What follows belongs to an exercise in optimizing a design on an open flow for small area, a short achievable clock period and few clock cycles per item; a production flow would make more cautious choices.
Function was not checked in any run shown here: the RTL went through the layout flow alone.

--- flow/run.sh ---
#!/bin/bash
# synth_recipe.tcl (not shown) runs the flow's synth.tcl, then flattens the netlist and writes it again
# the make line also repeats each setting of config.mk as NAME=value (left out here)
make -C /OpenROAD-flow-scripts/flow DESIGN_CONFIG=/design/flow/config.mk WORK_HOME=/design/flow/orfs CLKGATE_MAP_FILE= SYNTH_SCRIPT=/design/flow/synth_recipe.tcl finish
--- flow/config.mk ---
export PLATFORM = sky130hd
export DESIGN_NAME = scr_engine
export DESIGN_NICKNAME = scr_engine
export VERILOG_FILES = /design/flow/design.v
export SDC_FILE = /design/flow/constraint.sdc
export NUM_CORES = 4
export LEC_CHECK = 0
export CAP_MARGIN = 20
export CORE_MARGIN = 2
export CORE_UTILIZATION = 40
export SLEW_MARGIN = 20
--- flow/constraint.sdc ---
create_clock -name core_clock -period 110.0 [get_ports {clk}]
set_input_delay 22.0000 -clock core_clock [delete_from_list [all_inputs] [get_ports {clk}]]
set_output_delay 22.0000 -clock core_clock [all_outputs]
set_load 0.01 [all_outputs]
--- flow/design.v ---
module scr_engine (
    input  wire        clk,
    input  wire        rst,
    input  wire        cfg_we,
    input  wire [3:0]  cfg_addr,
    input  wire [31:0] cfg_wdata,
    input  wire        in_valid,
    output reg         in_ready,
    input  wire [14:0] in_x,
    input  wire [17:0] in_y,
    input  wire [7:0]  in_value,
    input  wire [1:0]  in_tag,
    input  wire [1:0]  in_fmt,
    output reg         tone_re,
    output wire [10:0] tone_addr0,
    output wire [10:0] tone_addr1,
    input  wire [15:0] tone_rdata0,
    input  wire [15:0] tone_rdata1,
    output reg         tile_re,
    output reg  [17:0] tile_addr,
    input  wire [15:0] tile_rdata,
    output reg         out_valid,
    output reg  [3:0]  out_code,
    output reg  [11:0] out_tone,
    output reg  [7:0]  out_base,
    output reg  [7:0]  out_slope
);
    localparam R      = 3;                   
    localparam MAIN_N = (19 + R - 1) / R;    
    localparam PRE_N  = (8 + R - 1) / R;     
    localparam MW     = MAIN_N * R;
    localparam PW     = PRE_N * R;
    reg        q_we;                 
    reg [3:0]  q_addr;
    reg [31:0] q_wdata;
    always @(posedge clk) begin
        q_we    <= cfg_we & ~rst;
        q_addr  <= cfg_addr;
        q_wdata <= cfg_wdata;
    end
    reg [7:0]  tile_tag;             
    reg        tone_bank;            
    reg [15:0] gain   [0:3];
    reg [15:0] offset [0:3];
    reg [7:0]  shift  [0:3];         
    reg [3:0]  sh_dirty;             
    reg [7:0]  hm1    [0:3];
    reg [7:0]  wm1    [0:3];
    reg [15:0] ph_y   [0:3];
    reg [15:0] ph_x   [0:3];
    reg [63:0] ps_map;
    wire       sh_wb;
    wire [1:0] sh_wb_k;
    wire [7:0] sh_wb_val;
    wire        w_ctrl = rst | (q_we & (q_addr == 4'd0));
    wire        w_ps0  = rst | (q_we & (q_addr == 4'd13));
    wire        w_ps1  = rst | (q_we & (q_addr == 4'd14));
    wire [3:0]  w_trim, w_geom, w_phase;
    genvar gk;
    generate
        for (gk = 0; gk < 4; gk = gk + 1) begin : wen
            assign w_trim[gk]  = rst | (q_we & (q_addr == 4'd1 + gk));
            assign w_geom[gk]  = rst | (q_we & (q_addr == 4'd5 + gk));
            assign w_phase[gk] = rst | (q_we & (q_addr == 4'd9 + gk));
        end
    endgenerate
    wire [31:0] d_ctrl  = rst ? 32'h0000_E400 : q_wdata;
    wire [31:0] d_trim  = rst ? 32'h1000_0000 : q_wdata;
    wire [31:0] d_geom  = rst ? 32'h0000_FFFF : q_wdata;
    wire [31:0] d_phase = rst ? 32'h0000_0000 : q_wdata;
    wire [31:0] d_ps0   = rst ? 32'h7654_3210 : q_wdata;
    wire [31:0] d_ps1   = rst ? 32'hFEDC_BA98 : q_wdata;
    integer r;
    always @(posedge clk) begin
        if (w_ctrl) begin
            tile_tag  <= d_ctrl[15:8];
            tone_bank <= d_ctrl[4];
        end
        if (w_ps0) ps_map[31:0]  <= d_ps0;
        if (w_ps1) ps_map[63:32] <= d_ps1;
        for (r = 0; r < 4; r = r + 1) begin
            if (w_trim[r]) begin
                gain[r]   <= d_trim[31:16];
                offset[r] <= d_trim[15:0];
            end
            if (w_geom[r]) begin
                hm1[r] <= d_geom[15:8];
                wm1[r] <= d_geom[7:0];
            end
            if (w_phase[r]) begin
                ph_y[r] <= d_phase[31:16];
                ph_x[r] <= d_phase[15:0];
            end
            if (w_geom[r]) begin
                shift[r]    <= d_geom[23:16];
                sh_dirty[r] <= ~rst;
            end else if (sh_wb && sh_wb_k == r[1:0]) begin
                shift[r]    <= sh_wb_val;
                sh_dirty[r] <= 1'b0;
            end
        end
    end
    reg        b_wait;               
    reg        a_v;
    reg [14:0] a_x;
    reg [17:0] a_y;
    reg [7:0]  a_val;
    reg [1:0]  a_tag;
    reg [1:0]  a_fmt;
    always @(posedge clk) begin
        if (rst)          a_v <= 1'b0;
        else if (!b_wait) a_v <= in_valid;
        if (!b_wait) begin
            a_x   <= in_x;
            a_y   <= in_y;
            a_val <= in_value;
            a_tag <= in_tag;
            a_fmt <= in_fmt;
        end
    end
    wire [15:0]        a_gain = gain[a_tag];
    wire [15:0]        a_off  = offset[a_tag];
    wire [23:0]        a_prod = a_val * a_gain;
    wire signed [25:0] a_sum  = $signed({2'b00, a_prod})
                              + $signed({{6{a_off[15]}}, a_off, 4'b1000});
    wire signed [21:0] a_us   = a_sum[25:4];
    wire [15:0]        a_u    = a_us[21] ? 16'h0000 :
                                (a_us > 22'sh00FF00) ? 16'hFF00 : a_us[15:0];
    reg  [3:0]  a_j;
    always @(*) begin
        case (a_fmt)
            2'd1:    a_j = a_val[0] ? 4'd15 : 4'd0;
            2'd2:    a_j = a_val[1:0] * 4'd5;
            default: a_j = a_val[3:0];
        endcase
    end
    wire        a_ps = (a_fmt != 2'd0);
    reg [17:0] cy;                   
    reg [15:0] cx;                   
    reg [3:0]  cv;                   
    reg [7:0]  cty [0:3];
    reg [7:0]  ctx [0:3];
    wire [1:0] a_k     = tile_tag[2*a_tag +: 2];
    wire       a_line  = (a_y == cy) && ({1'b0, a_x} == cx);
    wire       a_hit   = a_ps | (a_line & cv[a_k]);
    wire       a_go    = a_v & ~b_wait;
    wire       a_miss  = a_go & ~a_hit;
    wire       a_take  = a_go & a_hit & ~a_ps;   
    wire       fg_done;              
    wire       bg_done;              
    wire [7:0] e_ty, e_tx;
    wire       adv     = a_take | fg_done;
    reg        b_v;
    reg        b_ps;
    reg [3:0]  b_pscode;
    reg [2:0]  b_bt;                 
    reg [7:0]  b_i;
    reg [7:0]  b_i1;
    reg [7:0]  b_f;
    reg [1:0]  b_k;
    reg [7:0]  b_ty;
    reg [7:0]  b_tx;
    always @(posedge clk) begin
        if (rst) begin
            b_v      <= 1'b0;
            b_wait   <= 1'b0;
            in_ready <= 1'b1;
        end else if (!b_wait) begin
            b_v      <= a_v;
            b_wait   <= a_miss;
            in_ready <= ~a_miss;
        end else if (fg_done) begin
            b_wait   <= 1'b0;
            in_ready <= 1'b1;
        end
        if (!b_wait) begin
            b_ps     <= a_ps;
            b_pscode <= ps_map[4*a_j +: 4];
            b_bt     <= {tone_bank, a_tag};
            b_i      <= a_u[15:8];
            b_i1     <= a_u[15:8] + 8'd1;
            b_f      <= a_u[7:0];
            b_k      <= a_k;
            tone_re  <= a_v & ~a_ps;
        end
        if (!b_wait) begin
            b_ty <= cty[a_k];
            b_tx <= ctx[a_k];
        end else if (fg_done) begin
            b_ty <= e_ty;
            b_tx <= e_tx;
        end
    end
    assign tone_addr0 = {b_bt, b_i};
    assign tone_addr1 = {b_bt, b_i1};
    reg          e_bg;               
    reg          e_pre;              
    reg [2:0]    e_cnt;
    reg [1:0]    e_k;
    reg [MW-1:0] e_yy;               
    reg [MW-1:0] e_as;               
    reg [7:0]    e_rem;              
    reg [7:0]    e_r;                
    wire [3:0] want;
    generate
        for (gk = 0; gk < 4; gk = gk + 1) begin : wnt
            assign want[gk] = ~cv[gk] & ((tile_tag[1:0] == gk) | (tile_tag[3:2] == gk) |
                                         (tile_tag[5:4] == gk) | (tile_tag[7:6] == gk));
        end
    endgenerate
    wire [1:0] k_bg = want[0] ? 2'd0 : want[1] ? 2'd1 : want[2] ? 2'd2 : 2'd3;
    wire e_run    = b_wait | e_bg;
    wire bg_keep  = e_bg & a_take & ~q_we;
    wire bg_start = ~a_miss & ~b_wait & ~bg_keep & ~q_we & (|want) & (|cv);
    wire e_load   = a_miss | bg_start;
    wire [1:0]  l_k   = a_miss ? a_k : k_bg;
    wire [3:0]  l_n   = (sh_dirty[l_k] ? PRE_N + MAIN_N : MAIN_N) + {3'd0, adv};
    wire [17:0] l_y   = a_miss ? a_y : cy;
    wire [15:0] l_x   = a_miss ? {1'b0, a_x} : cx + {12'd0, l_n};
    wire [18:0] l_yy  = l_y + ph_y[l_k];
    wire [16:0] l_as  = l_x + ph_x[l_k];
    wire [8:0]  e_th  = {1'b0, hm1[e_k]} + 9'd1;
    wire [8:0]  e_tw  = {1'b0, wm1[e_k]} + 9'd1;
    wire [9:0]  e_tw2 = {e_tw, 1'b0};
    wire [7:0]  e_sh  = shift[e_k];
    wire [PW-1:0] e_shp = {{(PW-8){1'b0}}, e_sh};
    wire [7:0] rem_c [0:R];
    wire [7:0] r_c   [0:R];
    assign rem_c[0] = e_rem;
    assign r_c[0]   = e_r;
    genvar g;
    generate
        for (g = 0; g < R; g = g + 1) begin : row
            wire       ybit = e_pre ? 1'b0 : e_yy[MW-1-g];
            wire [8:0] t    = {rem_c[g], ybit};
            wire       qb   = (t >= e_th) & ~e_pre;
            wire [8:0] tn   = qb ? (t - e_th) : t;
            assign rem_c[g+1] = tn[7:0];
            wire       abit = e_pre ? e_shp[PW-1-R*e_cnt-g] : e_as[MW-1-g];
            wire [9:0] v    = {1'b0, r_c[g], abit} + (qb ? {2'b00, e_sh} : 10'd0);
            wire [9:0] vn   = (v >= e_tw2) ? (v - e_tw2) :
                              (v >= {1'b0, e_tw}) ? (v - {1'b0, e_tw}) : v;
            assign r_c[g+1] = vn[7:0];
        end
    endgenerate
    wire e_last   = ~e_pre & (e_cnt == MAIN_N - 1);
    assign fg_done   = b_wait & e_last;
    assign bg_done   = bg_keep & e_last;
    assign e_ty      = rem_c[R];
    assign e_tx      = r_c[R];
    assign sh_wb     = (b_wait | bg_keep) & e_pre & (e_cnt == PRE_N - 1);
    assign sh_wb_k   = e_k;
    assign sh_wb_val = r_c[R];
    always @(posedge clk) begin
        if (rst) begin
            e_bg <= 1'b0;
        end else if (e_load) begin
            e_bg <= ~a_miss;
        end else if (~bg_keep | bg_done) begin
            e_bg <= 1'b0;
        end
        if (e_load) begin
            e_pre <= sh_dirty[l_k];
            e_cnt <= 3'd0;
            e_k   <= l_k;
            e_yy  <= {{(MW-19){1'b0}}, l_yy};
            e_as  <= {{(MW-17){1'b0}}, l_as};
            e_rem <= 8'd0;
            e_r   <= 8'd0;
        end else if (e_pre) begin
            e_cnt <= (e_cnt == PRE_N - 1) ? 3'd0 : e_cnt + 3'd1;
            e_pre <= (e_cnt != PRE_N - 1);
            e_r   <= (e_cnt == PRE_N - 1) ? 8'd0 : r_c[R];
        end else begin
            e_cnt <= e_cnt + 3'd1;
            e_yy  <= e_yy << R;
            e_as  <= e_as << R;
            e_rem <= rem_c[R];
            e_r   <= r_c[R];
        end
    end
    integer j;
    always @(posedge clk) begin
        if (rst || q_we) begin
            cv <= 4'd0;
        end else begin
            if (a_miss && !a_line) begin
                cv <= 4'd0;
                cy <= a_y;
                cx <= {1'b0, a_x};
            end else if (adv) begin
                cx <= cx + 16'd1;
            end
            if (fg_done || bg_done) cv[e_k] <= 1'b1;
        end
        for (j = 0; j < 4; j = j + 1) begin
            if (bg_done && e_k == j[1:0]) begin
                cty[j] <= e_ty;
                ctx[j] <= e_tx;
            end else if (fg_done && e_k == j[1:0]) begin
                cty[j] <= e_ty;
                ctx[j] <= (e_tx == wm1[j]) ? 8'd0 : e_tx + 8'd1;
            end else if (adv) begin
                ctx[j] <= (ctx[j] == wm1[j]) ? 8'd0 : ctx[j] + 8'd1;
            end
        end
    end
    reg        c_v;
    reg        c_ps;
    reg [3:0]  c_pscode;
    reg [7:0]  c_f;
    always @(posedge clk) begin
        if (rst) c_v <= 1'b0;
        else     c_v <= b_v & ~b_wait;
        c_ps      <= b_ps;
        c_pscode  <= b_pscode;
        c_f       <= b_f;
        tile_re   <= b_v & ~b_wait & ~b_ps;
        tile_addr <= {b_k, b_ty, b_tx};
    end
    reg        d_v;
    reg        d_ps;
    reg [3:0]  d_pscode;
    reg [7:0]  d_f;
    reg [11:0] d_e0;
    reg [11:0] d_e1;
    always @(posedge clk) begin
        if (rst) d_v <= 1'b0;
        else     d_v <= c_v;
        d_ps     <= c_ps;
        d_pscode <= c_pscode;
        d_f      <= c_f;
        d_e0     <= tone_rdata0[11:0];
        d_e1     <= tone_rdata1[11:0];
    end
    wire signed [12:0] d_diff = $signed({1'b0, d_e1}) - $signed({1'b0, d_e0});
    wire signed [21:0] d_prod = d_diff * $signed({1'b0, d_f}) + 22'sd128;
    wire signed [13:0] d_step = d_prod[21:8];
    wire [11:0]        d_T    = d_e0 + d_step[11:0];
    reg        e_v;
    reg        e_ps;
    reg [3:0]  e_pscode;
    reg [11:0] e_T;
    reg [7:0]  e_B;
    reg [7:0]  e_S;
    always @(posedge clk) begin
        if (rst) e_v <= 1'b0;
        else     e_v <= d_v;
        e_ps     <= d_ps;
        e_pscode <= d_pscode;
        e_T      <= d_T;
        e_B      <= tile_rdata[15:8];
        e_S      <= tile_rdata[7:0];
    end
    wire signed [13:0] e_d    = $signed({2'b00, e_T}) - $signed({2'b00, e_B, 4'b0000});
    wire [20:0]        e_rmp  = e_d[11:0] * e_S + 21'd128;
    wire [12:0]        e_c    = e_rmp[20:8];
    wire [3:0]         e_code = (e_d <= 14'sd0) ? 4'd0
                              : (e_c > 13'd15) ? 4'd15 : e_c[3:0];
    always @(posedge clk) begin
        if (rst) out_valid <= 1'b0;
        else     out_valid <= e_v;
        out_code  <= e_ps ? e_pscode : e_code;
        out_tone  <= e_ps ? 12'd0 : e_T;
        out_base  <= e_ps ? 8'd0 : e_B;
        out_slope <= e_ps ? 8'd0 : e_S;
    end
endmodule
==> results.txt, run 1 <==
Yosys reg bits 871; critical setup path kind primary input to flip-flop; synthesized cell area 54,200 µm²; setup slack at placement 85.22 ns; Reg2Reg Capture Point ctx[3][6]$_DFFE_PP_; Starting Density 40.2%; post-cts resize count 0; Buffers on Ports 200; Clock Path Buffers 3; H-tree Lvls 3; final hold violations 0; Via density 5.31; hpwl dp 101,000 µm; Inserted Clock Buffers 97; Ports 209; CTS tree done; gr ovfl total 0; drt initial violations 2,664; # setup viols final 0; sequential cell area fraction in the yosys report 44.4%; critical path arrival 24.37 ns; Hold EP e_pscode[0]$_DFF_P_; post-synth top area share 36.6%; Main synth FF type edfxtp_1; fillers 12,400; Synth area leaders edfxtp_1, fa_1, ha_1; clock sink total 871; crit-path max FO 95; CP max stage cell a31o_2; result of the run no timing/DRC/antenna violations; Mapped Nets 5,602; vias in the first global route 36,500; drt pass-1 iters 6; drt wl/cell 20.1 µm; root buf cell clkbuf_16; detailed-route DRC error count 0; DRT antenna net count 0; Post-Route WL 139,000 µm; crit-path cells buf_4 -> buf_4 -> a31o_2; via count 36,800; Die Wd 372 µm; syn avg cell area 11.1 µm²; CP max stage delay 0.92 ns; Tmin final 24.08 ns; Post-synth EDFFs 661; final worst-path cycle share 21.9%; Worst Max-Slew Pin Slew 1.17 ns; Critical R2R Launch e_k[1]$_DFFE_PN_; FP Rows 135; HP Start d_pscode[0]$_DFF_P_; Placer Congestion 0.909; FFs w/ async S/R, synth 0%; CORE AREA 135,000 µm²; hold_buf cts 0; CTS clk-pin slew, worst paths 0.06 ns; die area 138,000 µm²; Critical Path RT 110.30 ns; Max Slew Vio Count 0; Synth Instances 4,882; r2r worst-path depth 62; initial antenna violation count 7; Unique masters post-synth 108; Tot GR Track Use 20.1%; fin nets 5,776; max cap viols 0; Worst setup EP type flip-flop; Multi-input gate area 27,800 µm²; CP dominant cell by count buf_4; RSZ-0062 raised after global routing false; layout cells sized above 1 8.79%; Sequential Area 24,100 µm²; worst min path class flip-flop to flip-flop; final setup margin 85.92 ns; post-CTS setup buffers 0; Die Span Y 372 µm; CP startpoint kind primary input; FMAX 0.0415 GHz; R2R setup slack 91.77 ns; commonest non-fill, non-tap cell in the layout edfxtp_1; slew margin rel. 21.9%; Worst-Skew Late Latency 0.75 ns; first-pass GRT wire length 214,000 µm; largest net degree at the start of global routing 96; final setup skew 0.0775 ns; hold path depth 0; Hold Slack 0.325 ns; Area growth, synth to finish 13.3%; sum of negative setup slack 0 ns; cell taking the most area after synthesis edfxtp_1; commonest non-fill, non-tap cells in the layout edfxtp_1, nand2_1, inv_1; total number of yosys warnings 10
-- cell usage after synthesis, drive strengths merged (33+ instances only) --
cell,number
edfxtp,661
nand2,521
inv,450
ha,346
nor2,256
fa,241
a21oi,229
xnor2,221
dfxtp,210
and2,175
o21ai,159
clkbuf,145
nor2b,139
xor2,125
mux4,91
nand3,71
a21o,62
nor3,61
a31oi,57
or2,55
mux2i,54
o21bai,53
and3,52
mux2,39
buf,34
nand4,33
-- final cells by class --
type	instances	area share, %
sequential	871	39.2
clock inverter	56	0.964
tap	1781	3.63
timing repair buffer	254	3.91
inverter	455	2.79
clock buffer	127	4.35
antenna	2	0.00815
multi-input combinational	3377	45.2
-- kinds of logic after synthesis --
kind of cell / share of synthesized area, %
flops: 44.4
fa+ha+maj: 17.0
xor+xnor: 5.65
simple gates: 13.1
compound gates: 9.79
buf+inv: 4.52
mux: 5.61
-- registers in the layout, summed over array words and instances (netlist names), 12 cells and up --
| signal | count |
|---|---|
| d_e1 | 12 |
| shift | 32 |
| wm1 | 32 |
| d_e0 | 12 |
| hm1 | 32 |
| cy | 18 |
| a_y | 18 |
| cty | 32 |
| q_wdata | 32 |
| offset | 64 |
| ph_y | 64 |
| e_T | 12 |
| out_tone | 12 |
| ctx | 32 |
| gain | 64 |
| ph_x | 64 |
| e_as | 21 |
| tile_addr | 18 |
| ps_map | 64 |
| e_yy | 21 |
| a_x | 15 |
| cx | 16 |
-- critical path, delay by kind of cell --
| kind | cells | cell delay [ns] |
|---|---|---|
| buffers and inverters | 2 | 1.37 |
| AOI/OAI and AO/OA | 1 | 0.92 |
-- worst max-delay path by stage --
stage	startpoint	to	depth (start not counted)
after CTS	rst	offset[3][9]$_DFFE_PP_	3
after detailed placement	rst	gain[3][11]$_DFFE_PP_	3
final	rst	offset[3][9]$_DFFE_PP_	3
after floorplan	rst	cx[0]$_DFFE_PP_	4
after global placement	rst	gain[3][9]$_DFFE_PP_	3
after global routing	rst	offset[3][9]$_DFFE_PP_	3
-- through the flow --
stage          cell area, µm²  instances  utilization (%)
5_1_grt                 61400       6921             45.5
2_1_floorplan           54200       4882                -
3_5_place_dp            58100       6737             43.1
6_report                61400       6923             45.5
4_1_cts                 61400       6920             45.5
3_3_place_gp            58100       6737             43.1
-- per-layer routing --
metal / wire (µm) / global-route usage (%)
met3: 8280 / 2.78
met5: 0 / 0
met2: 64200 / 32.3
met1: 63500 / 28.4
met4: 3260 / 5.25
==> run 2, diff against run 1 <==
--- a/flow/design.v
+++ b/flow/design.v
@@ -33,7 +33,9 @@
     reg        q_we;                 
     reg [3:0]  q_addr;
     reg [31:0] q_wdata;
+    reg        q_rst;                
     always @(posedge clk) begin
+        q_rst   <= rst;
         q_we    <= cfg_we & ~rst;
         q_addr  <= cfg_addr;
         q_wdata <= cfg_wdata;
@@ -52,24 +54,24 @@
     wire       sh_wb;
     wire [1:0] sh_wb_k;
     wire [7:0] sh_wb_val;
-    wire        w_ctrl = rst | (q_we & (q_addr == 4'd0));
-    wire        w_ps0  = rst | (q_we & (q_addr == 4'd13));
-    wire        w_ps1  = rst | (q_we & (q_addr == 4'd14));
+    wire        w_ctrl = q_rst | (q_we & (q_addr == 4'd0));
+    wire        w_ps0  = q_rst | (q_we & (q_addr == 4'd13));
+    wire        w_ps1  = q_rst | (q_we & (q_addr == 4'd14));
     wire [3:0]  w_trim, w_geom, w_phase;
     genvar gk;
     generate
         for (gk = 0; gk < 4; gk = gk + 1) begin : wen
-            assign w_trim[gk]  = rst | (q_we & (q_addr == 4'd1 + gk));
-            assign w_geom[gk]  = rst | (q_we & (q_addr == 4'd5 + gk));
-            assign w_phase[gk] = rst | (q_we & (q_addr == 4'd9 + gk));
+            assign w_trim[gk]  = q_rst | (q_we & (q_addr == 4'd1 + gk));
+            assign w_geom[gk]  = q_rst | (q_we & (q_addr == 4'd5 + gk));
+            assign w_phase[gk] = q_rst | (q_we & (q_addr == 4'd9 + gk));
         end
     endgenerate
-    wire [31:0] d_ctrl  = rst ? 32'h0000_E400 : q_wdata;
-    wire [31:0] d_trim  = rst ? 32'h1000_0000 : q_wdata;
-    wire [31:0] d_geom  = rst ? 32'h0000_FFFF : q_wdata;
-    wire [31:0] d_phase = rst ? 32'h0000_0000 : q_wdata;
-    wire [31:0] d_ps0   = rst ? 32'h7654_3210 : q_wdata;
-    wire [31:0] d_ps1   = rst ? 32'hFEDC_BA98 : q_wdata;
+    wire [31:0] d_ctrl  = q_rst ? 32'h0000_E400 : q_wdata;
+    wire [31:0] d_trim  = q_rst ? 32'h1000_0000 : q_wdata;
+    wire [31:0] d_geom  = q_rst ? 32'h0000_FFFF : q_wdata;
+    wire [31:0] d_phase = q_rst ? 32'h0000_0000 : q_wdata;
+    wire [31:0] d_ps0   = q_rst ? 32'h7654_3210 : q_wdata;
+    wire [31:0] d_ps1   = q_rst ? 32'hFEDC_BA98 : q_wdata;
     integer r;
     always @(posedge clk) begin
         if (w_ctrl) begin
@@ -93,7 +95,7 @@
             end
             if (w_geom[r]) begin
                 shift[r]    <= d_geom[23:16];
-                sh_dirty[r] <= ~rst;
+                sh_dirty[r] <= ~q_rst;
             end else if (sh_wb && sh_wb_k == r[1:0]) begin
                 shift[r]    <= sh_wb_val;
                 sh_dirty[r] <= 1'b0;
@@ -152,8 +154,8 @@
     wire       adv     = a_take | fg_done;
     reg        b_v;
     reg        b_ps;
-    reg [3:0]  b_pscode;
     reg [2:0]  b_bt;                 
+    reg [2:0]  b_bt1;                
     reg [7:0]  b_i;
     reg [7:0]  b_i1;
     reg [7:0]  b_f;
@@ -175,14 +177,15 @@
         end
         if (!b_wait) begin
             b_ps     <= a_ps;
-            b_pscode <= ps_map[4*a_j +: 4];
             b_bt     <= {tone_bank, a_tag};
             b_i      <= a_u[15:8];
             b_i1     <= a_u[15:8] + 8'd1;
-            b_f      <= a_u[7:0];
+            b_f      <= a_ps ? {4'd0, ps_map[4*a_j +: 4]} : a_u[7:0];
             b_k      <= a_k;
             tone_re  <= a_v & ~a_ps;
         end
+        if (!b_wait && a_v && !a_ps)
+            b_bt1    <= {tone_bank, a_tag};
         if (!b_wait) begin
             b_ty <= cty[a_k];
             b_tx <= ctx[a_k];
@@ -192,7 +195,7 @@
         end
     end
     assign tone_addr0 = {b_bt, b_i};
-    assign tone_addr1 = {b_bt, b_i1};
+    assign tone_addr1 = {b_bt1, b_i1};
     reg          e_bg;               
     reg          e_pre;              
     reg [2:0]    e_cnt;
@@ -307,20 +310,17 @@
     end
     reg        c_v;
     reg        c_ps;
-    reg [3:0]  c_pscode;
     reg [7:0]  c_f;
     always @(posedge clk) begin
         if (rst) c_v <= 1'b0;
         else     c_v <= b_v & ~b_wait;
         c_ps      <= b_ps;
-        c_pscode  <= b_pscode;
         c_f       <= b_f;
         tile_re   <= b_v & ~b_wait & ~b_ps;
         tile_addr <= {b_k, b_ty, b_tx};
     end
     reg        d_v;
     reg        d_ps;
-    reg [3:0]  d_pscode;
     reg [7:0]  d_f;
     reg [11:0] d_e0;
     reg [11:0] d_e1;
@@ -328,7 +328,6 @@
         if (rst) d_v <= 1'b0;
         else     d_v <= c_v;
         d_ps     <= c_ps;
-        d_pscode <= c_pscode;
         d_f      <= c_f;
         d_e0     <= tone_rdata0[11:0];
         d_e1     <= tone_rdata1[11:0];
@@ -339,7 +338,6 @@
     wire [11:0]        d_T    = d_e0 + d_step[11:0];
     reg        e_v;
     reg        e_ps;
-    reg [3:0]  e_pscode;
     reg [11:0] e_T;
     reg [7:0]  e_B;
     reg [7:0]  e_S;
@@ -347,8 +345,7 @@
         if (rst) e_v <= 1'b0;
         else     e_v <= d_v;
         e_ps     <= d_ps;
-        e_pscode <= d_pscode;
-        e_T      <= d_T;
+        e_T      <= d_ps ? {8'd0, d_f[3:0]} : d_T;
         e_B      <= tile_rdata[15:8];
         e_S      <= tile_rdata[7:0];
     end
@@ -360,7 +357,7 @@
     always @(posedge clk) begin
         if (rst) out_valid <= 1'b0;
         else     out_valid <= e_v;
-        out_code  <= e_ps ? e_pscode : e_code;
+        out_code  <= e_ps ? e_T[3:0] : e_code;
         out_tone  <= e_ps ? 12'd0 : e_T;
         out_base  <= e_ps ? 8'd0 : e_B;
         out_slope <= e_ps ? 8'd0 : e_S;
==> results.txt, run 2 <==
result of the run no timing/DRC/antenna violations; Post-synth EDFFs 660; synthesized cell area 53,900 µm²; CP max stage cell clkdlybuf4s50_1; drt initial violations 2,823; critical path arrival 1.76 ns; CORE AREA 134,000 µm²; post-route cell area 61,000 µm²; non-filler instance count after layout 6,922; FP Rows 134; final setup skew 0.0796 ns; Ports 209; post-cts resize count 0; HP Start c_f[4]$_DFF_P_; total number of yosys warnings 10; first-pass GRT wire length 216,000 µm; crit-path cells clkdlybuf4s50_1; Tot GR Track Use 20.3%; Unique masters post-synth 102; RSZ-0062 raised after global routing false; worst min path class flip-flop to flip-flop; gr ovfl total 0; hold path depth 0; Reg2Reg Capture Point ctx[1][6]$_DFFE_PP_; drt pass-1 iters 6; count of buffer and inverter cells on the critical path 1; Worst-Skew Late Latency 0.75 ns; hpwl dp 103,000 µm; Buffers on Ports 200; # placed instances 6,738; Mapped Nets 5,623; initial antenna violation count 7; Worst setup EP type output pin; hold_buf cts 0; Area growth, synth to finish 13.0%; fillers 12,200; critical setup path kind flip-flop to output pin; CP max stage delay 0.58 ns; fin nets 5,786; FFs w/ async S/R, synth 0%; Inserted Clock Buffers 94; CP top delay family buffers and inverters; Die Span Y 371 µm; CTS tree done; DRT antenna net count 0; vias in the first global route 36,800; top-count cell post-synth edfxtp_1; top cells by count, synth edfxtp_1, nand2_1, inv_1; Hold Slack 0.322 ns; detailed-route DRC error count 0; Tmin final 23.76 ns; slew margin rel. 26.0%; CP startpoint kind flip-flop; r2r worst-path depth 70; crit-path max FO 2; Placer Congestion 0.899; sum of negative setup slack 0 ns; Post-Route WL 139,000 µm; Via density 5.32; commonest non-fill, non-tap cells in the layout edfxtp_1, nand2_1, inv_1; post-CTS setup buffers 0; Critical Path RT 88.00 ns; Max Slew Vio Count 0; FMAX 0.0421 GHz; Yosys reg bits 859; drt wl/cell 20.1 µm; Clock Path Buffers 3; CTS clk-pin slew, worst paths 0.06 ns; sequential cell area fraction in the yosys report 44.1%; via count 36,800; post-synth top area share 36.7%; root buf cell clkbuf_16; max cap viols 0; cell taking the most area after synthesis edfxtp_1; Synth area leaders edfxtp_1, fa_1, ha_1; largest net degree at the start of global routing 98; commonest non-fill, non-tap cell in the layout edfxtp_1; Critical R2R Launch e_k[1]$_DFFE_PN_; # setup viols final 0; final worst-path cycle share 21.6%; Die Wd 371 µm; Starting Density 40.4%; Main synth FF type edfxtp_1; Hold EP d_f[4]$_DFF_P_; layout cells sized above 1 8.39%; clock sink total 859; H-tree Lvls 3; R2R setup slack 90.94 ns; die area 138,000 µm²; final hold violations 0; syn avg cell area 11.0 µm²; Worst Max-Slew Pin Slew 1.11 ns; placed inst area 57,800 µm²; Synth Instances 4,903
run 2: changes by cell type after synthesis, sizes merged, moves of 9 or more:
cell and change:
clkbuf +17, nand2 -24, dfxtp -11, nor2 +32, o31ai +10, a21oi +16, o221ai -10, o21bai -10
a211oi -16, xor2 -9, nor3 +9, buf -10, and2 +10, and3 +15
run 2: area by class of cell:
type | count | area (µm²) | area share (%)
clock inverter | 49 | 455 | 0.747
clock buffer | 129 | 2640 | 4.32
multi-input combinational | 3411 | 27800 | 45.5
tap | 1768 | 2210 | 3.63
antenna | 6 | 15.0 | 0.0246
timing repair buffer | 253 | 2400 | 3.94
inverter | 447 | 1680 | 2.76
sequential | 859 | 23800 | 39.1
run 2: how the worst max path moves through the flow:
stage	start	slack (ns)	endpoint	cells past startpoint
floorplan	rst	86.17	cx[0]$_DFFE_PP_	4
finish	in_ready$_SDFFE_PP1P_	86.24	in_ready	1
CTS	in_ready$_SDFFE_PP1P_	86.16	in_ready	1
detailed placement	rst	85.68	cx[3]$_DFFE_PP_	4
global route	in_ready$_SDFFE_PP1P_	86.19	in_ready	1
global placement	rst	85.69	cx[14]$_DFFE_PP_	4
run 2: kinds of logic after synthesis:
logic type	count (synthesis)	synth area share (%)
AOI/OAI and AO/OA	783	9.24
buffers and inverters	633	4.50
xor gates and xnor gates	345	5.67
DFF	859	44.1
adders and majority gates	594	17.1
and+or+nand+nor	1508	13.7
muxes	181	5.61
run 2: through the flow:
step	util, %	worst slack (ns)
2_1_floorplan	-	86.17
6_report	45.6	86.24
3_5_place_dp	43.3	85.68
3_3_place_gp	43.3	85.69
5_1_grt	45.6	86.19
4_1_cts	45.6	86.16
run 2: metal layers:
metal	up-vias	GRT usage [%]	share of wire (%)
met5	-	0	0
met4	0	5.85	2.8
met3	202	3.11	6.4
met2	1131	33.0	46
met1	18100	28.2	44
li1	17400	-	-
==> run 3, diff against run 2 <==
--- a/flow/design.v
+++ b/flow/design.v
@@ -163,18 +163,10 @@
     reg [7:0]  b_ty;
     reg [7:0]  b_tx;
     always @(posedge clk) begin
-        if (rst) begin
-            b_v      <= 1'b0;
-            b_wait   <= 1'b0;
-            in_ready <= 1'b1;
-        end else if (!b_wait) begin
-            b_v      <= a_v;
-            b_wait   <= a_miss;
-            in_ready <= ~a_miss;
-        end else if (fg_done) begin
-            b_wait   <= 1'b0;
-            in_ready <= 1'b1;
-        end
+        if (rst)          b_v <= 1'b0;
+        else if (!b_wait) b_v <= a_v;
+        b_wait   <= ~rst & (b_wait ? ~fg_done : a_miss);
+        in_ready <=  rst | (b_wait ?  fg_done : ~a_miss);
         if (!b_wait) begin
             b_ps     <= a_ps;
             b_bt     <= {tone_bank, a_tag};
@@ -197,6 +189,7 @@
     assign tone_addr0 = {b_bt, b_i};
     assign tone_addr1 = {b_bt1, b_i1};
     reg          e_bg;               
+    reg          e_bgp;              
     reg          e_pre;              
     reg [2:0]    e_cnt;
     reg [1:0]    e_k;
@@ -211,15 +204,25 @@
                                          (tile_tag[5:4] == gk) | (tile_tag[7:6] == gk));
         end
     endgenerate
-    wire [1:0] k_bg = want[0] ? 2'd0 : want[1] ? 2'd1 : want[2] ? 2'd2 : 2'd3;
-    wire e_run    = b_wait | e_bg;
-    wire bg_keep  = e_bg & a_take & ~q_we;
-    wire bg_start = ~a_miss & ~b_wait & ~bg_keep & ~q_we & (|want) & (|cv);
-    wire e_load   = a_miss | bg_start;
-    wire [1:0]  l_k   = a_miss ? a_k : k_bg;
-    wire [3:0]  l_n   = (sh_dirty[l_k] ? PRE_N + MAIN_N : MAIN_N) + {3'd0, adv};
+    wire       e_last   = ~e_pre & (e_cnt == MAIN_N - 1);
+    wire       bg_keep  = e_bg & a_take & ~q_we;
+    wire       q_geom   = q_we & (q_addr >= 4'd5) & (q_addr <= 4'd8);
+    wire       bgp_keep = e_bgp & ~a_miss & ~q_geom & ~q_rst;
+    assign     bg_done  = bg_keep & e_last;
+    wire       bgp_done = bgp_keep & (e_cnt == PRE_N - 1);
+    wire       e_free   = ~b_wait & ~a_miss & ~q_geom & ~q_rst &
+                          (~bg_keep | bg_done) & (~bgp_keep | bgp_done);
+    wire [3:0] e_k1     = 4'd1 << e_k;
+    wire [3:0] want_x   = want & ~sh_dirty & ~(bg_done ? e_k1 : 4'd0);
+    wire [3:0] dirty_x  = sh_dirty & ~(bgp_done ? e_k1 : 4'd0);
+    wire       start_m  = e_free & ~q_we & (|want_x) & (|cv);
+    wire       start_p  = e_free & ~start_m & (|dirty_x);
+    wire [1:0] k_m      = want_x[0] ? 2'd0 : want_x[1] ? 2'd1 : want_x[2] ? 2'd2 : 2'd3;
+    wire [1:0] k_p      = dirty_x[0] ? 2'd0 : dirty_x[1] ? 2'd1 : dirty_x[2] ? 2'd2 : 2'd3;
+    wire       e_load   = a_miss | start_m | start_p;
+    wire [1:0]  l_k   = a_miss ? a_k : start_m ? k_m : k_p;
+    wire [15:0] l_x   = a_miss ? {1'b0, a_x} : cx + MAIN_N + {15'd0, adv};
     wire [17:0] l_y   = a_miss ? a_y : cy;
-    wire [15:0] l_x   = a_miss ? {1'b0, a_x} : cx + {12'd0, l_n};
     wire [18:0] l_yy  = l_y + ph_y[l_k];
     wire [16:0] l_as  = l_x + ph_x[l_k];
     wire [8:0]  e_th  = {1'b0, hm1[e_k]} + 9'd1;
@@ -246,24 +249,25 @@
             assign r_c[g+1] = vn[7:0];
         end
     endgenerate
-    wire e_last   = ~e_pre & (e_cnt == MAIN_N - 1);
     assign fg_done   = b_wait & e_last;
-    assign bg_done   = bg_keep & e_last;
     assign e_ty      = rem_c[R];
     assign e_tx      = r_c[R];
-    assign sh_wb     = (b_wait | bg_keep) & e_pre & (e_cnt == PRE_N - 1);
+    assign sh_wb     = (b_wait | bgp_keep) & e_pre & (e_cnt == PRE_N - 1);
     assign sh_wb_k   = e_k;
     assign sh_wb_val = r_c[R];
     always @(posedge clk) begin
         if (rst) begin
-            e_bg <= 1'b0;
+            e_bg  <= 1'b0;
+            e_bgp <= 1'b0;
         end else if (e_load) begin
-            e_bg <= ~a_miss;
-        end else if (~bg_keep | bg_done) begin
-            e_bg <= 1'b0;
+            e_bg  <= start_m;
+            e_bgp <= start_p;
+        end else begin
+            e_bg  <= bg_keep & ~bg_done;
+            e_bgp <= bgp_keep & ~bgp_done;
         end
         if (e_load) begin
-            e_pre <= sh_dirty[l_k];
+            e_pre <= a_miss ? sh_dirty[l_k] : start_p;
             e_cnt <= 3'd0;
             e_k   <= l_k;
             e_yy  <= {{(MW-19){1'b0}}, l_yy};
@@ -284,7 +288,7 @@
     end
     integer j;
     always @(posedge clk) begin
-        if (rst || q_we) begin
+        if (q_rst || q_we) begin
             cv <= 4'd0;
         end else begin
             if (a_miss && !a_line) begin
==> results.txt, run 3 <==
result of the run no timing/DRC/antenna violations; Die Span Y 369 µm; Area growth, synth to finish 13.9%; hpwl dp 99,200 µm; syn avg cell area 11.3 µm²; detailed-route DRC error count 0; Clock Path Buffers 3; DRT antenna net count 0; via count 35,600; HP Start c_f[2]$_DFF_P_; clock sink total 860; cell taking the most area after synthesis edfxtp_1; Hold EP d_f[2]$_DFF_P_; Buffers on Ports 200; worst min path class flip-flop to flip-flop; # setup viols final 0; setup slack at placement 86.60 ns; FP Rows 134; Starting Density 40.1%; FFs w/ async S/R, synth 0%; top-count cell post-synth edfxtp_1; first-pass GRT wire length 209,000 µm; synthesized cell area 53,400 µm²; critical path arrival 1.66 ns; r2r worst-path depth 65; hold path depth 0; Ports 209; vias in the first global route 35,800; final setup skew 0.0548 ns; CTS clk-pin slew, worst paths 0.07 ns; CP max stage delay 0.57 ns; total number of yosys warnings 10; Critical R2R Launch e_k[1]$_DFFE_PN_; Die Wd 369 µm; Synth area leaders edfxtp_1, fa_1, ha_1; slew margin rel. 27.8%; drt wl/cell 20.0 µm; largest net degree at the start of global routing 80; # placed instances 6,558; max cap viols 0; crit-path max FO 1; R2R setup slack 92.67 ns; Tot GR Track Use 19.9%; final worst-path cycle share 21.5%; Post-Route WL 135,000 µm; drt pass-1 iters 6; Hold Slack 0.325 ns; post-cts resize count 0; non-filler instance count after layout 6,740; drt initial violations 2,441; Unique masters post-synth 101; crit-path cells clkdlybuf4s50_1; Main synth FF type edfxtp_1; CTS tree done; root buf cell clkbuf_16; final hold violations 0; Placer Congestion 0.882; top cells by count, synth edfxtp_1, inv_1, nand2_1; sequential cell area fraction in the yosys report 44.6%; Mapped Nets 5,421; Yosys reg bits 860; CORE AREA 133,000 µm²; post-synth top area share 37.1%; Inserted Clock Buffers 95; fin nets 5,603; Crit path depth 1; Critical Path RT 88.00 ns; sum of negative setup slack 0 ns; Via density 5.28; Worst-Skew Late Latency 0.71 ns; Synth Instances 4,706; CP top delay family buffers and inverters; FMAX 0.0423 GHz; die area 136,000 µm²; H-tree Lvls 3; final setup margin 86.34 ns; Post-synth EDFFs 660; RSZ-0062 raised after global routing false; Reg2Reg Capture Point ctx[3][6]$_DFFE_PP_; commonest non-fill, non-tap cell in the layout edfxtp_1; CP startpoint kind flip-flop; Tmin final 23.66 ns; CP max stage cell clkdlybuf4s50_1; gr ovfl total 0; post-CTS setup buffers 0; hold_buf cts 0; layout cells sized above 1 9.37%; fillers 12,200; critical setup path kind flip-flop to output pin; initial antenna violation count 7; count of buffer and inverter cells on the critical path 1; Worst setup EP type output pin; Max Slew Vio Count 0; Worst Max-Slew Pin Slew 1.08 ns; commonest non-fill, non-tap cells in the layout edfxtp_1, inv_1, nand2_1
==> run 3: changes by cell type in the layout (fill, tap and decap cells not counted), sizes merged, moves of 10 or more <==
cell / previous run / this run
bufinv: 2 / 15
mux4: 92 / 123
a221oi: 2 / 17
and3: 67 / 28
o31ai: 35 / 17
inv: 450 / 460
a31oi: 54 / 15
a21oi: 245 / 262
nand2: 497 / 387
nor3: 70 / 58
nor2b: 132 / 121
clkbuf: 129 / 117
==> run 3: per-stage QoR <==
step	cell area (µm²)	utilization (%)
floorplan	53400	-
global placement	57400	43.1
detailed placement	57400	43.2
CTS	60700	45.7
global route	60700	45.7
finish	60800	45.7
==> run 3: worst max-delay path by stage <==
stage / slack, ns / endpoint / startpoint
after CTS: 86.21 / out_valid / out_valid$_SDFF_PP0_
after floorplan: 87.53 / b_wait$_DFF_P_ / rst
after global routing: 86.25 / out_valid / out_valid$_SDFF_PP0_
final: 86.34 / out_valid / out_valid$_SDFF_PP0_
after global placement: 86.58 / in_ready$_DFF_P_ / rst
after detailed placement: 86.60 / in_ready$_DFF_P_ / rst
==> run 3: logic make-up (layout without fill, tap and decap cells) <==
family | after synthesis | after routing | share of synthesized area, %
AND/OR/NAND/NOR | 1319 | 1319 | 12.1
other | 0 | 1 | 0
XOR/XNOR | 335 | 335 | 5.55
adder cells (fa/ha/maj) | 587 | 587 | 17.1
buffers and inverters | 628 | 893 | 4.51
multiplexers | 204 | 204 | 6.82
AO/OA/AOI/OAI | 773 | 773 | 9.22
flip-flops | 860 | 860 | 44.6
==> run 3: layout make-up <==
cell class              instances  area (µm²)  share of cell area (%)
multi-input cells            3218       27200                    44.8
flip-flops and latches        860       23800                    39.2
clock buffers                 116        2550                    4.20
repair buffers                257        2430                    4.00
well taps                    1768        2210                    3.64
inverters                     456        1720                    2.83
clock inverters                64         806                    1.33
diodes                          1        2.50                 0.00412
==> run 3: layer usage <==
layer | share of wire, % | global-route usage (%)
met5 | 0.032 | 0
met4 | 2.6 | 6.01
met3 | 5.7 | 2.78
met2 | 47 | 32.7
met1 | 45 | 27.1
==> run 4, diff against run 3 <==
--- a/flow/config.mk
+++ b/flow/config.mk
@@ -5,7 +5,8 @@
 export SDC_FILE = /design/flow/constraint.sdc
 export NUM_CORES = 4
 export LEC_CHECK = 0
+export ABC_AREA = 1
 export CAP_MARGIN = 20
 export CORE_MARGIN = 2
-export CORE_UTILIZATION = 40
+export CORE_UTILIZATION = 60
 export SLEW_MARGIN = 20
==> results.txt, run 4 <==
crit-path cells clkdlybuf4s50_1; initial antenna violation count 3; hpwl dp 106,000 µm; final hold violations 0; Synth Instances 5,817; sequential cell area fraction in the yosys report 44.6%; CTS clk-pin slew, worst paths 0.06 ns; fin nets 6,741; Yosys reg bits 860; fin util 67.8%; Worst-Skew Late Latency 0.68 ns; FFs w/ async S/R, synth 0%; Inserted Clock Buffers 92; ANT cells 0; count of buffer and inverter cells on the critical path 1; Crit path depth 1; Post-synth EDFFs 660; Critical Path RT 88.00 ns; CP startpoint kind flip-flop; drt pass-1 iters 7; Ports 209; result of the run no timing/DRC/antenna violations; Mapped Nets 6,532; root buf cell clkbuf_16; sum of negative setup slack 0 ns; non-filler instance count after layout 7,269; first-pass GRT wire length 218,000 µm; Die Span Y 302 µm; detailed-route DRC error count 0; CP max stage cell clkdlybuf4s50_1; top-count cell post-synth nand2_1; crit-path max FO 1; Tmin final 23.55 ns; final setup skew 0.0217 ns; FP Rows 109; synthesized cell area 53,400 µm²; H-tree Lvls 3; top cells by count, synth nand2_1, inv_1, edfxtp_1; Worst Max-Slew Pin Slew 1.17 ns; max cap viols 0; syn avg cell area 9.18 µm²; Tot GR Track Use 31.2%; gr ovfl total 0; CP top delay family buffers and inverters; Main synth FF type edfxtp_1; RSZ-0062 raised after global routing false; critical setup path kind flip-flop to output pin; FMAX 0.0425 GHz; Unique masters post-synth 77; slew margin rel. 21.0%; hold path depth 0; post-synth top area share 37.1%; Post-Route WL 143,000 µm; Die Wd 302 µm; Max Slew Vio Count 0; drt wl/cell 19.6 µm; r2r worst-path depth 82; Area growth, synth to finish 12.0%; worst min path class flip-flop to flip-flop; total number of yosys warnings 10; clock sink total 860; final worst-path cycle share 21.4%; CP max stage delay 0.56 ns; cell taking the most area after synthesis edfxtp_1; Clock Path Buffers 3; CTS tree done; # setup viols final 0; # placed instances 7,097; Via density 5.61; post-cts resize count 0; commonest non-fill, non-tap cells in the layout nand2_1, inv_1, edfxtp_1; DRT antenna net count 0; vias in the first global route 38,900; Placer Congestion 0.966; drt initial violations 3,916; hold_buf cts 0; layout cells sized above 1 5.96%; critical path arrival 1.55 ns; post-CTS setup buffers 0; commonest non-fill, non-tap cell in the layout nand2_1; largest net degree at the start of global routing 63; Worst setup EP type output pin; via count 40,700; CORE AREA 88,200 µm²; Synth area leaders edfxtp_1, fa_1, nand2_1; Buffers on Ports 200; die area 91,400 µm²; Starting Density 60.5%
[run 4: cell types whose count changed in the layout (fill, tap and decap cells not counted), moves of 123 or more]
cell,previous run,this run
and2_1,191,11
inv_1,451,879
mux4_2,123,0
nand2_1,387,1183
nand3_1,72,263
nor2_1,288,540
o21ai_0,159,330
xnor2_1,224,87
[run 4: cell type report]
class / instances / area (µm²)
clock buffers: 124 / 2650
inverters: 906 / 3410
fillers: 7123 / 28400
repair buffers: 264 / 2480
well taps: 1165 / 1460
flip-flops and latches: 860 / 23800
clock inverters: 48 / 467
multi-input cells: 3902 / 25500
[run 4: path summary, 6_finish.rpt]
path	slack [ns]	from	end
setup reg to reg	93.17	e_k[1]$_DFFE_PN_	ctx[1][5]$_DFFE_PP_
hold reg to reg	0.32	b_tx[6]$_DFFE_PP_	tile_addr[6]$_DFF_P_
setup / recovery	86.45	b_i1[0]$_DFFE_PN_	tone_addr1[0]
hold / removal	0.32	b_tx[6]$_DFFE_PP_	tile_addr[6]$_DFF_P_
[run 4: per-stage QoR]
stage          area (µm²)  hold WS [ns]  setup WS [ns]
6_report            59800         0.318          86.45
4_1_cts             59800         0.320          86.39
5_1_grt             59800         0.323          86.39
2_1_floorplan       53400         0.310          87.52
3_3_place_gp        56700         0.310          86.62
3_5_place_dp        56700         0.312          86.60
[run 4: kinds of logic (layout without fill, tap and decap cells)]
logic type / Yosys count / after routing / synth area share (%)
simple gates: 2240 / 2240 / 17.7
flops: 860 / 860 / 44.6
fa+ha+maj: 582 / 582 / 17.0
xor+xnor: 229 / 229 / 3.79
mux: 2 / 2 / 0.0398
compound gates: 849 / 849 / 9.07
buf+inv: 1055 / 1342 / 7.74
[run 4: layer usage]
metal | vias to the layer above | wire length, µm | track usage [%]
met4 | 0 | 5590 | 11.6
met3 | 275 | 11000 | 5.09
li1 | 19600 | - | -
met1 | 19300 | 59300 | 42.4
met2 | 1551 | 66700 | 50.8
met5 | - | 0 | 0
==> run 5, diff against run 4 <==
--- a/flow/config.mk
+++ b/flow/config.mk
@@ -5,8 +5,9 @@
 export SDC_FILE = /design/flow/constraint.sdc
 export NUM_CORES = 4
 export LEC_CHECK = 0
-export ABC_AREA = 1
 export CAP_MARGIN = 20
 export CORE_MARGIN = 2
 export CORE_UTILIZATION = 60
+export CTS_BUF_LIST = sky130_fd_sc_hd__clkbuf_8
+export CTS_CLUSTER_SIZE = 20
 export SLEW_MARGIN = 20
==> results.txt, run 5 <==
CP top delay family buffers and inverters; Sequential Area 23,800 µm²; Critical R2R Launch e_k[1]$_DFFE_PN_; Unique masters post-synth 101; CORE AREA 88,200 µm²; fillers 6,723; top-count cell post-synth edfxtp_1; Worst-Skew Late Latency 0.85 ns; Synth area leaders edfxtp_1, fa_1, ha_1; Inserted Clock Buffers 143; count of buffer and inverter cells on the critical path 1; sum of negative setup slack 0 ns; post-synth top area share 37.1%; critical path arrival 1.76 ns; die area 91,300 µm²; Multi-input gate area 27,200 µm²; critical setup path kind flip-flop to output pin; syn avg cell area 11.3 µm²; vias in the first global route 35,700; Main synth FF type edfxtp_1; Mapped Nets 5,421; Max Slew Vio Count 0; Post-Route WL 135,000 µm; # placed instances 5,950; Reg2Reg Capture Point ctx[2][6]$_DFFE_PP_; top cells by count, synth edfxtp_1, inv_1, nand2_1; Tot GR Track Use 30.0%; final worst-path cycle share 21.6%; post-CTS setup buffers 0; non-filler instance count after layout 6,220; R2R setup slack 92.11 ns; hold_buf cts 0; CTS clk-pin slew, worst paths 0.06 ns; Hold EP d_f[2]$_DFF_P_; Starting Density 60.5%; layout cells sized above 1 9.94%; slew margin rel. 24.2%; result of the run no timing/DRC/antenna violations; Worst Max-Slew Pin Slew 1.14 ns; commonest non-fill, non-tap cells in the layout edfxtp_1, inv_1, nand2_1; drt wl/cell 21.7 µm; Area growth, synth to finish 11.3%; placed inst area 56,600 µm²; CTS tree done; Die Wd 302 µm; Critical Path RT 88.00 ns; CP max stage delay 0.65 ns; hpwl dp 98,800 µm; Tmin final 23.76 ns; Buffers on Ports 200; crit-path cells clkdlybuf4s50_1; RSZ-0062 raised after global routing false; largest net degree at the start of global routing 79; initial antenna violation count 5; crit-path max FO 1; FFs w/ async S/R, synth 0%; drt initial violations 3,441; Worst setup EP type output pin; Via density 5.82; final setup margin 86.24 ns; fin nets 5,645; commonest non-fill, non-tap cell in the layout edfxtp_1; CP startpoint kind flip-flop; Die Span Y 302 µm; worst min path class flip-flop to flip-flop; Clock Path Buffers 3; FP Rows 109; DRT antenna net count 0; cell taking the most area after synthesis edfxtp_1; setup slack at placement 86.77 ns; # setup viols final 0; max cap viols 0; HP Start c_f[2]$_DFF_P_; synthesized cell area 53,400 µm²; detailed-route DRC error count 0; Synth Instances 4,706; CP max stage cell clkdlybuf4s50_1; root buf cell clkbuf_8; Post-synth EDFFs 660; FMAX 0.0421 GHz; first-pass GRT wire length 207,000 µm; via count 36,200; final hold violations 0; post-route cell area 59,400 µm²; clock sink total 860; Hold Slack 0.314 ns; hold path depth 0; final setup skew 0.0482 ns; total number of yosys warnings 10; Yosys reg bits 860; H-tree Lvls 4; post-cts resize count 0; Ports 209; fin util 67.3%; r2r worst-path depth 69; gr ovfl total 0; Placer Congestion 0.973; drt pass-1 iters 5; sequential cell area fraction in the yosys report 44.6%
-- run 5: cell count changes in the layout (fill, tap and decap cells not counted), sizes merged, moves of 56 or more --
cell   before  now
a21o       10   66
and2       12  191
inv       906  526
mux4        0  123
nand2    1229  387
nand3     277   73
nor2      556  291
nor2b       0  121
o21ai     381  168
xnor2      87  226
-- run 5: routing by layer --
layer	global-route usage, %	part of all wire, %	routed length, µm	vias to the layer above
met1	43.7	44	59900	17600
met3	4.75	7.8	10500	207
met5	0	0.0097	13	-
met4	9.94	2.7	3590	2
li1	-	-	-	17000
met2	46.3	45	60700	1399
-- run 5: layout make-up --
cell class / instances / area share (%)
multi-input combinational: 3218 / 45.8
antenna: 4 / 0.0169
timing repair buffer: 251 / 4.02
tap: 1165 / 2.45
clock inverter: 108 / 1.04
inverter: 456 / 2.89
sequential: 860 / 40.1
clock buffer: 158 / 3.66
-- run 5: worst max path at each step --
stage                                from                to  slack [ns]  cells past startpoint
floorplan                             rst    b_wait$_DFF_P_       87.53                      2
global placement                      rst  in_ready$_DFF_P_       86.79                      4
detailed placement                    rst  in_ready$_DFF_P_       86.77                      4
CTS                 tile_addr[10]$_DFF_P_     tile_addr[10]       86.16                      1
global route        tile_addr[10]$_DFF_P_     tile_addr[10]       86.17                      1
finish              tile_addr[10]$_DFF_P_     tile_addr[10]       86.24                      1
-- run 5: kinds of logic (layout without fill, tap and decap cells) --
group,Yosys count,count (layout),share of synthesized area (%)
AND/OR/NAND/NOR,1319,1319,12.1
flip-flops,860,860,44.6
AO/OA/AOI/OAI,773,773,9.22
buffers and inverters,628,973,4.51
adder cells (fa/ha/maj),587,587,17.1
XOR/XNOR,335,335,5.55
multiplexers,204,204,6.82
other,0,4,0
==> run 6, diff against run 5 <==
--- a/flow/config.mk
+++ b/flow/config.mk
@@ -5,6 +5,7 @@
 export SDC_FILE = /design/flow/constraint.sdc
 export NUM_CORES = 4
 export LEC_CHECK = 0
+export ABC_AREA = 1
 export CAP_MARGIN = 20
 export CORE_MARGIN = 2
 export CORE_UTILIZATION = 60
==> results.txt, run 6 <==
drt pass-1 iters 6; die area 91,400 µm²; Critical Path RT 88.00 ns; Tmin final 23.70 ns; placed inst area 56,700 µm²; post-cts resize count 0; count of buffer and inverter cells on the critical path 1; final setup skew 0.0722 ns; hpwl dp 106,000 µm; Crit path depth 1; Clock Path Buffers 3; hold_buf cts 0; cell taking the most area after synthesis edfxtp_1; # setup viols final 0; sum of negative setup slack 0 ns; total number of yosys warnings 10; Worst-Skew Late Latency 0.85 ns; Die Wd 302 µm; fillers 7,231; Main synth FF type edfxtp_1; top-count cell post-synth nand2_1; RSZ-0062 raised after global routing false; DRT antenna net count 0; Tot GR Track Use 31.4%; detailed-route DRC error count 0; root buf cell clkbuf_8; initial antenna violation count 5; Post-Route WL 143,000 µm; commonest non-fill, non-tap cells in the layout nand2_1, inv_1, edfxtp_1; vias in the first global route 39,200; Die Span Y 302 µm; CORE AREA 88,200 µm²; CP max stage cell clkdlybuf4s50_1; CTS tree done; top cells by count, synth nand2_1, inv_1, edfxtp_1; syn avg cell area 9.18 µm²; layout cells sized above 1 6.64%; Mapped Nets 6,532; Max Slew Vio Count 0; CP top delay family buffers and inverters; CP max stage delay 0.53 ns; setup slack at placement 86.60 ns; post-CTS setup buffers 0; slew margin rel. 21.7%; Synth area leaders edfxtp_1, fa_1, nand2_1; drt initial violations 4,021; synthesized cell area 53,400 µm²; Area growth, synth to finish 11.5%; Buffers on Ports 200; post-route cell area 59,500 µm²; worst min path class flip-flop to flip-flop; result of the run no timing/DRC/antenna violations; final worst-path cycle share 21.5%; final hold violations 0; CP startpoint kind flip-flop; CTS clk-pin slew, worst paths 0.06 ns; Worst setup EP type output pin; largest net degree at the start of global routing 63; hold path depth 0; Via density 5.56; FFs w/ async S/R, synth 0%; Post-synth EDFFs 660; final setup margin 86.30 ns; critical path arrival 1.70 ns; first-pass GRT wire length 218,000 µm; FP Rows 109; drt wl/cell 19.4 µm; critical setup path kind flip-flop to output pin; sequential cell area fraction in the yosys report 44.6%; Inserted Clock Buffers 146; post-synth top area share 37.1%; Unique masters post-synth 77; H-tree Lvls 4; via count 41,000; FMAX 0.0422 GHz; Ports 209; Worst Max-Slew Pin Slew 1.16 ns; commonest non-fill, non-tap cell in the layout nand2_1; Starting Density 60.5%; crit-path max FO 1; fin nets 6,795; crit-path cells clkdlybuf4s50_1; r2r worst-path depth 82; Yosys reg bits 860; Placer Congestion 0.966; clock sink total 860; Synth Instances 5,817; gr ovfl total 0; max cap viols 0
## run 6: changes by cell type after synthesis, sizes merged, moves of 56 or more
cell   delta
mux4    -123
a21o     -56
and2    -179
xnor2   -139
nand2   +842
nand3   +204
o21ai   +213
nor2    +265
nor2b   -121
inv     +443
## run 6: worst paths after layout
path                                         start             endpoint  slack (ns)
worst min-delay path                c_f[2]$_DFF_P_       d_f[2]$_DFF_P_        0.32
worst max register to register    e_k[1]$_DFFE_PN_  ctx[1][5]$_DFFE_PP_       93.16
worst min register to register      c_f[2]$_DFF_P_       d_f[2]$_DFF_P_        0.32
worst max-delay path            b_bt1[2]$_DFFE_PP_       tone_addr1[10]       86.30
## run 6: kinds of logic (layout without fill, tap and decap cells)
logic type | Yosys count | count (layout) | synth area share, %
buf+inv | 1055 | 1431 | 7.74
mux | 2 | 2 | 0.0398
other cells | 0 | 2 | 0
xor+xnor | 229 | 229 | 3.79
fa+ha+maj | 582 | 582 | 17.0
flops | 860 | 860 | 44.6
compound gates | 849 | 849 | 9.07
simple gates | 2240 | 2240 | 17.7
## run 6: routing by layer
layer  wire length, µm  up-vias  share of wire (%)  track usage (%)
li1                  -    19700                  -                -
met1             59200    19400                 41             42.4
met2             66700     1617                 47             50.8
met3             11500      291                8.0             5.28
met4              5540        0                3.9             12.9
met5                 0        -                  0                0
## run 6: layout make-up
cell class	instances	area (µm²)	area share [%]
Multi-Input combinational cell	3902	25500	42.9
Sequential cell	860	23800	40.0
Inverter	906	3410	5.73
Timing Repair Buffer	264	2480	4.17
Clock buffer	168	2310	3.88
Tap cell	1165	1460	2.45
Clock inverter	93	534	0.897
Antenna cell	2	5.00	0.00840
## run 6: per-stage QoR
stage	std cells	utilization, %	hold slack, ns
finish	7360	67.5	0.323
global route	7359	67.5	0.329
CTS	7358	67.5	0.324
detailed placement	7097	64.3	0.312
global placement	7096	64.2	0.310
floorplan	5817	-	0.310

[static timing again, ports no longer ideal]
In the flow no input, the clock included, has a driving cell. The finished layouts below were timed again as built, in two steps. Step 1 (the two cells are an assumption about what drives the block):
set clk [get_ports {clk}]
set_driving_cell -lib_cell sky130_fd_sc_hd__clkbuf_16 $clk
set_driving_cell -lib_cell sky130_fd_sc_hd__buf_2 [delete_from_list [all_inputs] $clk]
Step 2 moves the port delays by t, midway between the first and last clock arrival at a register: inputs arrive t later, outputs are due t later. That takes back most of the time a late clock gives input paths. Three values: ideal ports, drivers, drivers and shift; two values: the first two.
run | t (ns) | slack for setup (ns) | worst hold slack (ns) | latest minus earliest clock arrival (ns)
run 1 | 0.786 | 85.922 / 85.974 / 85.188 | 0.325 / 0.325 / 0.325 | 0.080 / 0.079
run 2 | 0.785 | 86.242 / 86.166 / 85.652 | 0.322 / 0.322 / 0.322 | 0.080 / 0.080
run 3 | 0.758 | 86.339 / 86.267 / 86.499 | 0.325 / 0.325 / 0.325 | 0.056 / 0.057
run 4 | 0.742 | 86.453 / 86.382 / 86.579 | 0.318 / 0.318 / 0.318 | 0.022 / 0.022
run 5 | 0.886 | 86.238 / 86.173 / 86.766 | 0.314 / 0.314 / 0.314 | 0.053 / 0.054
run 6 | 0.876 | 86.302 / 86.236 / 86.548 | 0.323 / 0.323 / 0.323 | 0.072 / 0.072
After both steps setup and hold are still met in every run listed. The setup slack of run 1, which loses most, moves by +0.052 ns with the drivers and by -0.734 ns with both steps.
